What follows belongs to an exercise in optimizing a design on an open flow for small area, a short achievable clock period and few clock cycles; a production flow would make more cautious choices. In this exercise RTL edits were held to simulation tests only and were not proved equivalent to the original.

## design/flow/constraint.sdc

```tcl
create_clock -name core_clock -period 24.0 [get_ports {clk}]
set_input_delay 4.8000 -clock core_clock [delete_from_list [all_inputs] [get_ports {clk}]]
set_output_delay 4.8000 -clock core_clock [all_outputs]
set_load 0.01 [all_outputs]
```

## design/flow/config.mk

```make
export PLATFORM = sky130hd
export DESIGN_NAME = modfront
export DESIGN_NICKNAME = modfront
export VERILOG_FILES = /design/flow/design.v
export SDC_FILE = /design/flow/constraint.sdc
export NUM_CORES = 4
export LEC_CHECK = 0
export CAP_MARGIN = 20
export CORE_MARGIN = 2
export CORE_UTILIZATION = 40
export SLEW_MARGIN = 20
```

## design/flow/design.v

```verilog
module fp_round (
    input  wire               sign,
    input  wire signed [10:0] exp,
    input  wire        [23:0] mant,
    input  wire               guard,
    input  wire               sticky,
    output reg         [31:0] y
);
    wire               up    = guard & (sticky | mant[0]);
    wire        [24:0] msum  = {1'b0, mant} + {24'd0, up};
    wire        [22:0] frac  = msum[24] ? msum[23:1] : msum[22:0];
    wire signed [10:0] exp_r = msum[24] ? exp + 11'sd1 : exp;
    always @* begin
        if (exp_r >= 11'sd255)
            y = {sign, 8'hFF, 23'd0};
        else if (exp_r <= 11'sd0)
            y = {sign, 31'd0};
        else
            y = {sign, exp_r[7:0], frac};
    end
endmodule
module fp_add (
    input  wire [31:0] a,
    input  wire [31:0] b,
    output reg  [31:0] y
);
    wire       sa = a[31];
    wire       sb = b[31];
    wire [7:0] ea = a[30:23];
    wire [7:0] eb = b[30:23];
    wire       za = (ea == 8'd0);
    wire       zb = (eb == 8'd0);
    wire       infa = (ea == 8'hFF) && (a[22:0] == 23'd0);
    wire       infb = (eb == 8'hFF) && (b[22:0] == 23'd0);
    wire       nana = (ea == 8'hFF) && (a[22:0] != 23'd0);
    wire       nanb = (eb == 8'hFF) && (b[22:0] != 23'd0);
    wire        a_big   = (a[30:0] >= b[30:0]);
    wire        s_big   = a_big ? sa : sb;
    wire [7:0]  e_big   = a_big ? ea : eb;
    wire [7:0]  e_small = a_big ? eb : ea;
    wire [23:0] m_big   = a_big ? {1'b1, a[22:0]} : {1'b1, b[22:0]};
    wire [23:0] m_small = a_big ? {1'b1, b[22:0]} : {1'b1, a[22:0]};
    wire [7:0]  diff    = e_big - e_small;
    wire [4:0]  sh      = (diff > 8'd31) ? 5'd31 : diff[4:0];
    wire [53:0] shifted = {m_small, 3'b000, 27'd0} >> sh;
    wire [26:0] al_small = {shifted[53:28], shifted[27] | (|shifted[26:0])};
    wire [26:0] al_big   = {m_big, 3'b000};
    wire        eff_sub = sa ^ sb;
    wire [27:0] sum = eff_sub ? ({1'b0, al_big} - {1'b0, al_small})
                              : ({1'b0, al_big} + {1'b0, al_small});
    reg [4:0] lz;
    integer i;
    always @* begin
        lz = 5'd27;
        for (i = 0; i <= 26; i = i + 1)
            if (sum[i]) lz = 5'd26 - i[4:0];
    end
    wire [26:0] norm = sum[26:0] << lz;
    reg               r_sign;
    reg signed [10:0] r_exp;
    reg        [23:0] r_mant;
    reg               r_g;
    reg               r_st;
    always @* begin
        r_sign = s_big;
        if (sum[27]) begin
            r_exp  = $signed({3'b000, e_big}) + 11'sd1;
            r_mant = sum[27:4];
            r_g    = sum[3];
            r_st   = |sum[2:0];
        end else begin
            r_exp  = $signed({3'b000, e_big}) - $signed({6'd0, lz});
            r_mant = norm[26:3];
            r_g    = norm[2];
            r_st   = |norm[1:0];
        end
    end
    wire [31:0] rounded;
    fp_round u_round (
        .sign(r_sign), .exp(r_exp), .mant(r_mant),
        .guard(r_g), .sticky(r_st), .y(rounded)
    );
    always @* begin
        if (nana || nanb || (infa && infb && (sa != sb)))
            y = 32'h7FC0_0000;
        else if (infa)
            y = {sa, 8'hFF, 23'd0};
        else if (infb)
            y = {sb, 8'hFF, 23'd0};
        else if (za && zb)
            y = {sa & sb, 31'd0};
        else if (za)
            y = b;
        else if (zb)
            y = a;
        else if (sum == 28'd0)
            y = 32'd0;
        else
            y = rounded;
    end
endmodule
module fp_mul (
    input  wire [31:0] a,
    input  wire [31:0] b,
    output reg  [31:0] y
);
    wire       s  = a[31] ^ b[31];
    wire [7:0] ea = a[30:23];
    wire [7:0] eb = b[30:23];
    wire       za = (ea == 8'd0);
    wire       zb = (eb == 8'd0);
    wire       infa = (ea == 8'hFF) && (a[22:0] == 23'd0);
    wire       infb = (eb == 8'hFF) && (b[22:0] == 23'd0);
    wire       nana = (ea == 8'hFF) && (a[22:0] != 23'd0);
    wire       nanb = (eb == 8'hFF) && (b[22:0] != 23'd0);
    wire [47:0] prod = {1'b1, a[22:0]} * {1'b1, b[22:0]};
    wire signed [10:0] e_sum = $signed({3'b000, ea}) + $signed({3'b000, eb}) - 11'sd127;
    reg signed [10:0] r_exp;
    reg        [23:0] r_mant;
    reg               r_g;
    reg               r_st;
    always @* begin
        if (prod[47]) begin
            r_exp  = e_sum + 11'sd1;
            r_mant = prod[47:24];
            r_g    = prod[23];
            r_st   = |prod[22:0];
        end else begin
            r_exp  = e_sum;
            r_mant = prod[46:23];
            r_g    = prod[22];
            r_st   = |prod[21:0];
        end
    end
    wire [31:0] rounded;
    fp_round u_round (
        .sign(s), .exp(r_exp), .mant(r_mant),
        .guard(r_g), .sticky(r_st), .y(rounded)
    );
    always @* begin
        if (nana || nanb || (infa && zb) || (infb && za))
            y = 32'h7FC0_0000;
        else if (infa || infb)
            y = {s, 8'hFF, 23'd0};
        else if (za || zb)
            y = {s, 31'd0};
        else
            y = rounded;
    end
endmodule
module fp_cmp (
    input  wire [31:0] a,
    input  wire [31:0] b,
    output wire        lt,
    output wire        eq,
    output wire        un
);
    wire [30:0] ma = (a[30:23] == 8'd0) ? 31'd0 : a[30:0];
    wire [30:0] mb = (b[30:23] == 8'd0) ? 31'd0 : b[30:0];
    wire        sa = a[31] && (ma != 31'd0);
    wire        sb = b[31] && (mb != 31'd0);
    wire        nana = (a[30:23] == 8'hFF) && (a[22:0] != 23'd0);
    wire        nanb = (b[30:23] == 8'hFF) && (b[22:0] != 23'd0);
    assign un = nana | nanb;
    assign eq = !un && (sa == sb) && (ma == mb);
    assign lt = !un && ((sa && !sb) ||
                        (!sa && !sb && (ma < mb)) ||
                        (sa && sb && (ma > mb)));
endmodule
module fp_div (
    input  wire        clk,
    input  wire        rst,
    input  wire        start,
    input  wire [31:0] a,
    input  wire [31:0] b,
    output reg         done,
    output reg  [31:0] y
);
    wire       s  = a[31] ^ b[31];
    wire [7:0] ea = a[30:23];
    wire [7:0] eb = b[30:23];
    wire       za = (ea == 8'd0);
    wire       zb = (eb == 8'd0);
    wire       infa = (ea == 8'hFF) && (a[22:0] == 23'd0);
    wire       infb = (eb == 8'hFF) && (b[22:0] == 23'd0);
    wire       nana = (ea == 8'hFF) && (a[22:0] != 23'd0);
    wire       nanb = (eb == 8'hFF) && (b[22:0] != 23'd0);
    wire [23:0] ma = {1'b1, a[22:0]};
    wire [23:0] mb = {1'b1, b[22:0]};
    reg               busy;
    reg         [4:0] count;
    reg               q_sign;
    reg signed [10:0] q_exp;
    reg        [25:0] rem;
    reg        [23:0] divisor;
    reg        [24:0] q;
    wire [25:0] diff   = rem - {2'b00, divisor};
    wire        ge     = (rem >= {2'b00, divisor});
    wire [31:0] rounded;
    fp_round u_round (
        .sign(q_sign), .exp(q_exp), .mant(q[24:1]),
        .guard(q[0]), .sticky(rem != 26'd0), .y(rounded)
    );
    always @(posedge clk) begin
        if (rst) begin
            busy <= 1'b0;
            done <= 1'b0;
            count <= 5'd0;
        end else begin
            done <= 1'b0;
            if (start) begin
                if (nana || nanb || (infa && infb) || (za && zb)) begin
                    y <= 32'h7FC0_0000;
                    done <= 1'b1;
                end else if (infa || zb) begin
                    y <= {s, 8'hFF, 23'd0};
                    done <= 1'b1;
                end else if (infb || za) begin
                    y <= {s, 31'd0};
                    done <= 1'b1;
                end else begin
                    busy    <= 1'b1;
                    count   <= 5'd25;
                    q_sign  <= s;
                    divisor <= mb;
                    q       <= 25'd0;
                    if (ma < mb) begin
                        q_exp <= $signed({3'b000, ea}) - $signed({3'b000, eb}) + 11'sd126;
                        rem   <= {1'b0, ma, 1'b0};
                    end else begin
                        q_exp <= $signed({3'b000, ea}) - $signed({3'b000, eb}) + 11'sd127;
                        rem   <= {2'b00, ma};
                    end
                end
            end else if (busy) begin
                if (count == 5'd0) begin
                    y    <= rounded;
                    busy <= 1'b0;
                    done <= 1'b1;
                end else begin
                    if (ge) begin
                        q   <= {q[23:0], 1'b1};
                        rem <= {diff[24:0], 1'b0};
                    end else begin
                        q   <= {q[23:0], 1'b0};
                        rem <= {rem[24:0], 1'b0};
                    end
                    count <= count - 5'd1;
                end
            end
        end
    end
endmodule
module modfront (
    input  wire         clk,
    input  wire         rst,
    input  wire         start,
    input  wire [31:0]  v0,
    input  wire [31:0]  v1,
    input  wire [31:0]  v2,
    input  wire [31:0]  vdc,
    input  wire [31:0]  vdc_min,
    input  wire [23:0]  per,
    input  wire         inject,
    input  wire         three_level,
    output wire         ready,
    output reg          done,
    output reg  [167:0] code_o,
    output reg  [5:0]   zero_o,
    output reg          sat,
    output reg          vdc_low
);
    localparam [31:0] F_HALF = 32'h3F00_0000;    
    localparam [31:0] F_ONE  = 32'h3F80_0000;    
    localparam [31:0] F_TWO  = 32'h4000_0000;    
    localparam [31:0] F_ZERO = 32'h0000_0000;    
    localparam [3:0] S_IDLE = 4'd0,
                     S_CHK  = 4'd1,
                     S_DIV  = 4'd2,
                     S_SUM  = 4'd3,
                     S_HALF = 4'd4,
                     S_SUB  = 4'd5,
                     S_D2   = 4'd6,
                     S_C2   = 4'd7,
                     S_U    = 4'd8,
                     S_CA   = 4'd9,
                     S_DB   = 4'd10,
                     S_CB   = 4'd11,
                     S_FIN  = 4'd12;
    reg [3:0] state;
    reg [1:0] ph;
    reg [31:0] r_v [0:2];
    reg [31:0] r_vdc;
    reg [31:0] r_vmin;
    reg [23:0] r_per;
    reg        r_inject;
    reg        r_three;
    reg [31:0] m [0:2];
    reg [31:0] acc;       
    reg [31:0] u;
    reg [31:0] d;
    reg [27:0] p_code [0:5];
    reg [5:0]  p_zero;
    reg        p_sat;
    assign ready = (state == S_IDLE);
    reg [4:0] per_lz;
    integer i;
    always @* begin
        per_lz = 5'd0;
        for (i = 0; i <= 23; i = i + 1)
            if (r_per[i]) per_lz = 5'd23 - i[4:0];
    end
    wire [23:0] per_norm = r_per << per_lz;
    wire [7:0]  per_exp  = 8'd154 - {3'd0, per_lz};    
    wire [31:0] f_per16  = (r_per == 24'd0) ? F_ZERO : {1'b0, per_exp, per_norm[22:0]};
    wire vdc_lt, vdc_eq, vdc_un;
    fp_cmp u_cmp_vdc (.a(r_vdc), .b(r_vmin), .lt(vdc_lt), .eq(vdc_eq), .un(vdc_un));
    wire vdc_ok = !vdc_lt && !vdc_eq && !vdc_un;
    wire c01_lt, c01_eq, c01_un;
    fp_cmp u_cmp01 (.a(m[0]), .b(m[1]), .lt(c01_lt), .eq(c01_eq), .un(c01_un));
    wire [31:0] mx01 = (!c01_lt && !c01_un) ? m[0] : m[1];    
    wire [31:0] mn01 = (c01_lt || c01_eq)    ? m[0] : m[1];    
    wire cx_lt, cx_eq, cx_un;
    fp_cmp u_cmpx (.a(mx01), .b(m[2]), .lt(cx_lt), .eq(cx_eq), .un(cx_un));
    wire [31:0] mx = (!cx_lt && !cx_un) ? mx01 : m[2];
    wire cn_lt, cn_eq, cn_un;
    fp_cmp u_cmpn (.a(mn01), .b(m[2]), .lt(cn_lt), .eq(cn_eq), .un(cn_un));
    wire [31:0] mn = (cn_lt || cn_eq) ? mn01 : m[2];
    wire cu_lt, cu_eq, cu_un;
    fp_cmp u_cmpu (.a(u), .b(F_ZERO), .lt(cu_lt), .eq(cu_eq), .un(cu_un));
    wire [31:0] u_max0 = (!cu_lt && !cu_un) ? u : F_ZERO;
    wire [31:0] u_min0 = (cu_lt || cu_eq)    ? u : F_ZERO;
    wire [31:0] duty = (state == S_CA) ? u_max0 : d;
    wire cz_lt, cz_eq, cz_un;
    fp_cmp u_cmpz (.a(duty), .b(F_ZERO), .lt(cz_lt), .eq(cz_eq), .un(cz_un));
    wire c1_lt, c1_eq, c1_un;
    fp_cmp u_cmp1 (.a(duty), .b(F_ONE), .lt(c1_lt), .eq(c1_eq), .un(c1_un));
    wire duty_zero = cz_lt || cz_eq || cz_un;    
    wire duty_full = !c1_lt && !c1_un;           
    reg [31:0] add_a, add_b;
    wire [31:0] add_y;
    always @* begin
        case (state)
            S_SUM:   begin add_a = mx;     add_b = mn;                 end
            S_SUB:   begin add_a = m[ph];  add_b = {~acc[31], acc[30:0]}; end
            S_D2:    begin add_a = F_HALF; add_b = m[ph];              end
            default: begin add_a = F_ONE;  add_b = u_min0;             end
        endcase
    end
    fp_add u_add (.a(add_a), .b(add_b), .y(add_y));
    reg [31:0] mul_a, mul_b;
    wire [31:0] mul_y;
    always @* begin
        case (state)
            S_HALF:  begin mul_a = acc;   mul_b = F_HALF;  end
            S_U:     begin mul_a = F_TWO; mul_b = m[ph];   end
            default: begin mul_a = duty;  mul_b = f_per16; end
        endcase
    end
    fp_mul u_mul (.a(mul_a), .b(mul_b), .y(mul_y));
    wire [7:0]  k_exp  = mul_y[30:23];
    wire [23:0] k_mant = {1'b1, mul_y[22:0]};
    wire [7:0]  k_rsh  = 8'd150 - k_exp;                  
    wire [47:0] k_wide = {k_mant, 24'd0} >> k_rsh;
    wire [23:0] k_int  = k_wide[47:24];
    wire        k_up   = k_wide[23] & ((|k_wide[22:0]) | k_int[0]);
    reg  [27:0] k;
    always @* begin
        if (k_exp < 8'd126)
            k = 28'd0;
        else if (k_exp <= 8'd150)
            k = {4'd0, k_int} + {27'd0, k_up};
        else
            k = {4'd0, k_mant} << (k_exp - 8'd150);
    end
    wire [27:0] code_val  = duty_zero ? 28'd0 : duty_full ? {24'hFF_FFFF, 4'd0} : k;
    wire        code_zero = duty_zero;
    wire        code_sat  = duty_zero || duty_full;
    reg         div_start;
    wire        div_done;
    wire [31:0] div_y;
    fp_div u_div (
        .clk(clk), .rst(rst), .start(div_start),
        .a(r_v[ph]), .b(r_vdc), .done(div_done), .y(div_y)
    );
    integer j;
    always @(posedge clk) begin
        if (rst) begin
            state     <= S_IDLE;
            ph        <= 2'd0;
            div_start <= 1'b0;
            done      <= 1'b0;
            code_o    <= 168'd0;
            zero_o    <= 6'b111111;
            sat       <= 1'b0;
            vdc_low   <= 1'b0;
        end else begin
            done      <= 1'b0;
            div_start <= 1'b0;
            case (state)
                S_IDLE: begin
                    if (start) begin
                        r_v[0]   <= v0;
                        r_v[1]   <= v1;
                        r_v[2]   <= v2;
                        r_vdc    <= vdc;
                        r_vmin   <= vdc_min;
                        r_per    <= per;
                        r_inject <= inject;
                        r_three  <= three_level;
                        for (j = 0; j < 6; j = j + 1)
                            p_code[j] <= code_o[28*j +: 28];
                        p_zero   <= zero_o;
                        p_sat    <= 1'b0;
                        state    <= S_CHK;
                    end
                end
                S_CHK: begin
                    if (!vdc_ok) begin
                        vdc_low <= 1'b1;
                        done    <= 1'b1;
                        state   <= S_IDLE;
                    end else begin
                        ph        <= 2'd0;
                        div_start <= 1'b1;
                        state     <= S_DIV;
                    end
                end
                S_DIV: begin
                    if (div_done) begin
                        m[ph] <= div_y;
                        if (ph == 2'd2) begin
                            ph    <= 2'd0;
                            state <= r_inject ? S_SUM : (r_three ? S_U : S_D2);
                        end else begin
                            ph        <= ph + 2'd1;
                            div_start <= 1'b1;
                        end
                    end
                end
                S_SUM: begin
                    acc   <= add_y;
                    state <= S_HALF;
                end
                S_HALF: begin
                    acc   <= mul_y;
                    state <= S_SUB;
                end
                S_SUB: begin
                    m[ph] <= add_y;
                    if (ph == 2'd2) begin
                        ph    <= 2'd0;
                        state <= r_three ? S_U : S_D2;
                    end else begin
                        ph <= ph + 2'd1;
                    end
                end
                S_D2: begin
                    d     <= add_y;
                    state <= S_C2;
                end
                S_C2: begin
                    p_code[ph]   <= code_val;
                    p_zero[ph]   <= code_zero;
                    p_sat        <= p_sat | code_sat;
                    if (ph == 2'd2) begin
                        state <= S_FIN;
                    end else begin
                        ph    <= ph + 2'd1;
                        state <= S_D2;
                    end
                end
                S_U: begin
                    u     <= mul_y;
                    state <= S_CA;
                end
                S_CA: begin
                    p_code[{ph, 1'b0}] <= code_val;
                    p_zero[{ph, 1'b0}] <= code_zero;
                    p_sat              <= p_sat | code_sat;
                    state              <= S_DB;
                end
                S_DB: begin
                    d     <= add_y;
                    state <= S_CB;
                end
                S_CB: begin
                    p_code[{ph, 1'b1}] <= code_val;
                    p_zero[{ph, 1'b1}] <= code_zero;
                    p_sat              <= p_sat | code_sat;
                    if (ph == 2'd2) begin
                        state <= S_FIN;
                    end else begin
                        ph    <= ph + 2'd1;
                        state <= S_U;
                    end
                end
                S_FIN: begin
                    for (j = 0; j < 6; j = j + 1)
                        code_o[28*j +: 28] <= p_code[j];
                    zero_o  <= p_zero;
                    sat     <= p_sat;
                    vdc_low <= 1'b0;
                    done    <= 1'b1;
                    state   <= S_IDLE;
                end
                default: state <= S_IDLE;
            endcase
        end
    end
endmodule
```

## design/flow/run.sh

```bash
#!/bin/bash
# synth_recipe.tcl (not shown) runs the flow's synth.tcl, then flattens the netlist and writes it again
# the make line also repeats each setting of config.mk as NAME=value (left out here)
make -C /OpenROAD-flow-scripts/flow DESIGN_CONFIG=/design/flow/config.mk WORK_HOME=/design/flow/orfs CLKGATE_MAP_FILE= SYNTH_SCRIPT=/design/flow/synth_recipe.tcl finish
```

==> results.txt <==
[final cells by class]
| type | instances | area [um^2] |
|---|---|---|
| Clock buffer | 118 | 2480 |
| Timing Repair inverter | 1 | 5.00 |
| Clock inverter | 56 | 643 |
| Antenna cell | 3 | 7.51 |
| Tap cell | 2821 | 3530 |
| Inverter | 828 | 3120 |
| Fill cell | 20400 | 111000 |
| Sequential cell | 895 | 24900 |
| Timing Repair Buffer | 1322 | 11100 |
| Multi-Input combinational cell | 7640 | 55100 |
[logic make-up (layout without fill, tap and decap cells)]
logic type               count (synthesis)  after routing  share of synthesized area
AND/OR/NAND/NOR                       3716           3716                      0.199
AO/OA/AOI/OAI                         2339           2339                      0.182
buffers and inverters                 1384           2325                     0.0621
adder cells (fa/ha/maj)                963            963                      0.185
flip-flops                             895            895                      0.294
multiplexers                           403            403                     0.0551
XOR/XNOR                               219            219                     0.0226
other                                    0              3                          0
[flip-flops by register name, summed over array words and instances, names as in the netlist, 25 cells and up, named ones only]
signal,cells
r_vmin,32
u_div.q,25
code_o,168
d,32
u,32
r_vdc,32
p_code,168
u_div.y,32
u_div.rem,26
m,128
acc,32
r_v,96
[stage by stage]
step / instances / hold WS, ps / setup WS [ps]
after global placement: 13500 / 442 / 320
after detailed placement: 13500 / 454 / 753
after global routing: 13700 / 485 / 45.2
after CTS: 13700 / 463 / 657
final: 13700 / 464 / 1230
after floorplan: 9919 / 445 / 3000
[layer usage]
metal	global-route usage	vias up
met5	0	-
met4	0.161	20
met3	0.0749	907
met2	0.487	4565
met1	0.424	40500
li1	-	37000
[critical path, delay by kind of cell (launching register included)]
family | cells | cell delay (ps)
adder cells (fa/ha/maj) | 7 | 3280
AND/OR/NAND/NOR | 22 | 7470
buffers and inverters | 11 | 2720
AO/OA/AOI/OAI | 30 | 8410
flip-flops | 1 | 520
[synth_stat cells, drive strengths merged (197+ instances only)]
library cell	count	area, um^2
nand2	1571	5900
nor2	866	3260
inv	816	3070
edfxtp	702	21100
a21oi	678	3430
fa	487	9750
ha	476	5960
clkbuf	472	1770
o21ai	471	2360
mux2i	259	2610
nor3	237	1210
nand3	197	991
[layout by cell type, fill, tap and decap left out, drive strengths merged, types with 71 or more instances in the layout]
cell	Yosys	routed
a211oi	123	123
a21o	114	114
a21oi	678	678
a22oi	102	102
a31oi	83	83
and2	116	116
and3	71	71
buf	84	956
clkbuf	472	119
clkdlybuf4s50	0	365
dfxtp	193	193
edfxtp	702	702
fa	487	487
ha	476	476
inv	816	818
mux2	104	104
mux2i	259	259
nand2	1571	1571
nand2b	100	100
nand3	197	197
nand4	120	120
nor2	866	866
nor2b	77	77
nor3	237	237
nor4	144	144
o21ai	471	471
o31ai	96	96
xnor2	137	137
xor2	82	82
[worst max-delay path by stage]
stage                   from            end  slack [ps]  cells past startpoint
finish              r_per[0]  p_code[3][16]        1230                     70
global placement    r_per[2]  p_code[5][15]         320                     68
CTS                 r_per[0]  p_code[2][15]         660                     67
detailed placement  r_per[0]  p_code[5][15]         750                     66
global route        r_per[4]  p_code[2][15]          50                     72
floorplan           m[0][29]       m[0][12]        3000                    102
==> results.txt <==
Syn Area/Cell=8.57 um^2; Hold Crit Endpoint=sat; CTS tree=done; syn nets=11,100; fmax=0.0439 GHz; Root Driver=clkbuf_16; metal2 WL=155 mm; outcome=no timing/DRC/antenna violations; Initial Util=0.401; Hold Vio Cnt, Final=0; DR iter-0 viols=9,888; chip width=465 um; # resized after CTS=0; Slew HR=0.157; Main synth FF type=edfxtp_1; sum of negative setup slack=0 ps; Cell Area, Placed=97,700 um^2; area grow syn2layout=18.8%; DR vias=82,900; count of final setup violators=0; CP Data Required Time=24,450 ps; final setup skew=63.5 ps; sequential area share after synthesis=0.294; EDFF count, synth=702; Worst Tran Pin Value=1250 ps; grt ovf=0; CTS Sinks=895; DR pass1 iterations=9; hold_buf cts=0; HP Start=sat; TritonCTS Buffers=94; vias per cell=6.06; RSZ-0062 raised after global routing=no; post-synthesis async set-or-reset flop share=0; Yosys warning total=7; I/O pins=367; Max stage delay cell, worst path=ha_1; DRC=0; core area=212,000 um^2; Skew-Pair Late Insertion Delay=740 ps; # port buffers=366; Top Layer Used=met5; H-tree depth=3; row count=169; Die Y=465 um; max-cap viol count=0; Synth cell types=126; met3 WL post-DR=36.5 mm; crit path launch type=flop; Yosys reg bits=895; Hold Path Cell Cnt=2; Syn Inst Count=9,919; r2r startpoint=r_per[0]; crit path time final=22,770 ps; HP Class=flop to flop; drt wl/cell=26.1 um; Total GRT Usage=0.320; first-pass GRT wire length=527 mm; Worst R2R Setup Slack=1230 ps; met1 wire length=144 mm; CP max FO=30; Core Util, Final=0.477; Post-Synthesis Cell Area=85,000 um^2; clk buf depth=3; hpwl dp=277 mm; GPL Wtd Cong=1.08; Crit Reg-Reg Endpoint=p_code[3][16]; clk slew on worst S/H paths=70 ps; CP arrival=23,230 ps; final slew viol count=0; kind of critical path=flop to flop; largest net degree at the start of global routing=177; Worst R2R Path Depth=70; number of post-CTS setup repair buffers=0; cell repeated most along the worst path=a21o_1; post-route ant nets=0; worst stage delay on the critical path=960 ps; share of cells above drive strength 1=0.132; Post-Route WL=357 mm; die area=216,000 um^2; Final Cell Area=101,000 um^2; fin nets=11,900; Tcrit/Tclk final=0.949; Crit. End Element=flop; vias in the first global route=81,000; antenna violations before repair=13
Testbench counts, summed over its fixed seeds: cycles 157,797.

[afterwards: timing with drivers on the ports]
Ports are ideal in the flow. The routed layout listed here was re-timed in OpenROAD.
Step 1 (the two cells are an assumption about what drives the block):
set clk [get_ports {clk}]
set_driving_cell -lib_cell sky130_fd_sc_hd__clkbuf_16 $clk
set_driving_cell -lib_cell sky130_fd_sc_hd__buf_2 [delete_from_list [all_inputs] $clk]
Step 2 times the ports against the registers' clock, not the clock port: input delays grow and output delays shrink by t, the midpoint of the rising clock arrivals with the driver on.
a / b / c = ideal ports / drivers / drivers and shift; a / b = the first two.
t, ns: 0.795
setup WS [ns]: 1.228 / 1.228 / 1.228
worst register clock-pin slew, ns: 0.07 / 0.07
pins driven straight from the clock port: 1
After both steps setup and hold are still met in this run. For this run, drivers alone change the setup slack by 0.000 ns; drivers and shift together by 0.000 ns.
